This is an optimization exercise on Yosys and OpenROAD, whose aim is small area, a short achievable clock period and few clock cycles per item, not a production implementation.

==> flow/design.v (excerpt) <==
module sha256_core (
    input  wire         clk,
    input  wire         rst,          
    input  wire         in_valid,
    output wire         in_ready,
    input  wire         in_first,     
    input  wire [511:0] in_block,     
    output reg          out_valid,
    output wire [255:0] out_digest    
);
Size: roughly 4700 cells after synthesis, roughly 1100 flip-flops, roughly 770 I/O pins, about 52000 µm² of cells after synthesis.
Settings: LEC_CHECK=0, CAP_MARGIN=20, CORE_MARGIN=2, CORE_UTILIZATION=55, CTS_BUF_LIST=sky130_fd_sc_hd__clkbuf_16, CTS_CLUSTER_DIAMETER=120, CTS_CLUSTER_SIZE=20, SLEW_MARGIN=20; clock period 10.0 ns.
standard.sh (not shown) runs the stock make flow with config.mk's settings and CLKGATE_MAP_FILE= SYNTH_SCRIPT=/design/flow/synth_recipe.tcl, a recipe that flattens the netlist after the stock synthesis.
==> flow/flow/run.sh <==
#!/bin/bash
set -euo pipefail
export BUFFER_PORTS_ARGS="-buffer_cell sky130_fd_sc_hd__buf_1"
export SETUP_SLACK_MARGIN=5
bash standard.sh > standard_make.log 2>&1
Change:
--- a/flow/design.v
+++ b/flow/design.v
@@ -22,14 +22,15 @@
     };
     reg         run;         
     reg         rdy;         
     reg         init;        
     reg  [6:0]  kc;          
     reg         first;       
-    reg  [31:0] a, b, c, d, e, f, g, h, hk;
-    reg  [31:0] s1, ch, mj;
+    reg  [31:0] a, c, e, g, h, hk;
+    reg  [31:0] bn, dn, fn;
+    wire [31:0] b = ~bn, d = ~dn, f = ~fn;
     reg  [31:0] wq [0:15];
     wire [31:0] w [0:15];
     genvar gi;
     generate
         for (gi = 0; gi < 16; gi = gi + 1) begin : wpol
             assign w[gi] = (gi % 2) ? ~wq[gi] : wq[gi];
@@ -61,30 +62,22 @@
                 gg = g2;
                 pp = p2;
             end
             add_sk = (x ^ y) ^ {gg[30:0], 1'b0};
         end
     endfunction
+    wire [31:0] s1  = {e[5:0], e[31:6]} ^ {e[10:0], e[31:11]} ^ {e[24:0], e[31:25]};
+    wire [31:0] ch  = (e & f) | (~e & g);
     wire [31:0] s0  = {a[1:0], a[31:2]} ^ {a[12:0], a[31:13]} ^ {a[21:0], a[31:22]};
+    wire [31:0] mj  = (a & b) | (a & c) | (b & c);
     wire [31:0] x1s = fa_s(s1, ch, hk), x1c = fa_c(s1, ch, hk);
-    wire [31:0] x2s = fa_s(x1s, x1c, mj), x2c = fa_c(x1s, x1c, mj);
-    wire [31:0] x3s = fa_s(x2s, x2c, s0), x3c = fa_c(x2s, x2c, s0);
+    wire [31:0] x2s = fa_s(x1s, x1c, s0), x2c = fa_c(x1s, x1c, s0);
+    wire [31:0] x3s = fa_s(x2s, x2c, mj), x3c = fa_c(x2s, x2c, mj);
     wire [31:0] a_new = add_sk(x3s, x3c);
     wire [31:0] y2s = fa_s(x1s, x1c, d), y2c = fa_c(x1s, x1c, d);
     wire [31:0] e_new = add_sk(y2s, y2c);
-    wire [255:0] hinit = first ? IV : {q3, q2, q1, q0, r3, r2, r1, r0};
-    wire [31:0] a_d = init ? hinit[255:224] : a_new;
-    wire [31:0] b_d = init ? hinit[223:192] : a;
-    wire [31:0] c_d = init ? hinit[191:160] : b;
-    wire [31:0] d_d = init ? hinit[159:128] : c;
-    wire [31:0] e_d = init ? hinit[127:96]  : e_new;
-    wire [31:0] f_d = init ? hinit[95:64]   : e;
-    wire [31:0] g_d = init ? hinit[63:32]   : f;
-    wire [31:0] s1_d = {e_d[5:0], e_d[31:6]} ^ {e_d[10:0], e_d[31:11]} ^ {e_d[24:0], e_d[31:25]};
-    wire [31:0] ch_d = (e_d & f_d) | (~e_d & g_d);
-    wire [31:0] mj_d = (a_d & b_d) | (a_d & c_d) | (b_d & c_d);
     wire [31:0] sig0 = {w[1][6:0], w[1][31:7]} ^ {w[1][17:0], w[1][31:18]} ^ (w[1] >> 3);
     wire [31:0] sig1 = {w[14][16:0], w[14][31:17]} ^ {w[14][18:0], w[14][31:19]} ^ (w[14] >> 10);
     wire [31:0] m1s = fa_s(sig0, sig1, w[0]), m1c = fa_c(sig0, sig1, w[0]);
     wire [31:0] m2s = fa_s(m1s, m1c, w[9]),  m2c = fa_c(m1s, m1c, w[9]);
     wire [31:0] kn  = KTAB[{kc[5:0], 5'd0} +: 32];
     wire [31:0] hn  = init ? (first ? IV[31:0] : r0) : g;
@@ -131,15 +124,21 @@
             for (i = 0; i < 15; i = i + 1)
                 wq[i] <= ~wq[i + 1];
             wq[15] <= ~w_next;
         end
         kc <= take ? 7'd0 : kc + 7'd1;
         hk <= hk_next;
-        a <= a_d; b <= b_d; c <= c_d; d <= d_d;
-        e <= e_d; f <= f_d; g <= g_d;
-        s1 <= s1_d; ch <= ch_d; mj <= mj_d;
+        if (init) begin
+            if (first)
+                {a, bn, c, dn, e, fn, g, h} <= IV ^ {32'd0, {32{1'b1}}, 32'd0, {32{1'b1}}, 32'd0, {32{1'b1}}, 64'd0};
+            else
+                {a, bn, c, dn, e, fn, g, h} <= {q3, ~q2, q1, ~q0, r3, ~r2, r1, r0};
+        end else begin
+            h <= g; g <= ~fn; fn <= ~e; e <= e_new;
+            dn <= ~c; c <= ~bn; bn <= ~a; a <= a_new;
+        end
         if (addph) begin
             q0 <= q1; q1 <= q2; q2 <= q3; q3 <= qsum;
             r0 <= r1; r1 <= r2; r2 <= r3; r3 <= rsum;
         end
     end
 endmodule
What happened: Sequential cell count came out lower by 96; hold slack gains 0.0065 ns; worst setup slack loses 0.13 ns; non-clock buffer count came out lower by 13; routed wire length came out lower by 2.7%; count of clock-buffer cells in the layout came out lower by 9; first-iteration DRC count came out higher by 10%; register-to-register slack loses 0.13 ns; final cell count stays flat.
No run of this note included a check of the RTL's function; only the layout flow was run.

afterwards: timing with drivers on the ports:
Ports are ideal in the flow. The routed layouts listed here were re-timed in OpenROAD.
Step 1 assumes that a clkbuf_16 drives the clock port and a buf_2 every other input.
Step 2 also shifts input and output timing later by t, the mid clock arrival at the registers, as if the neighbouring blocks saw the same clock.
a / b / c = no drivers / after step 1 / after step 2; a / b = the first two.
run	t (ns)	setup slack, ns	slew at the worst register clock pin (ns)
the first run	0.744	5.033 / 5.033 / 5.033	0.10 / 0.10
the second run	0.774	4.903 / 4.903 / 4.903	0.10 / 0.10
After both steps every run listed still meets setup and hold.
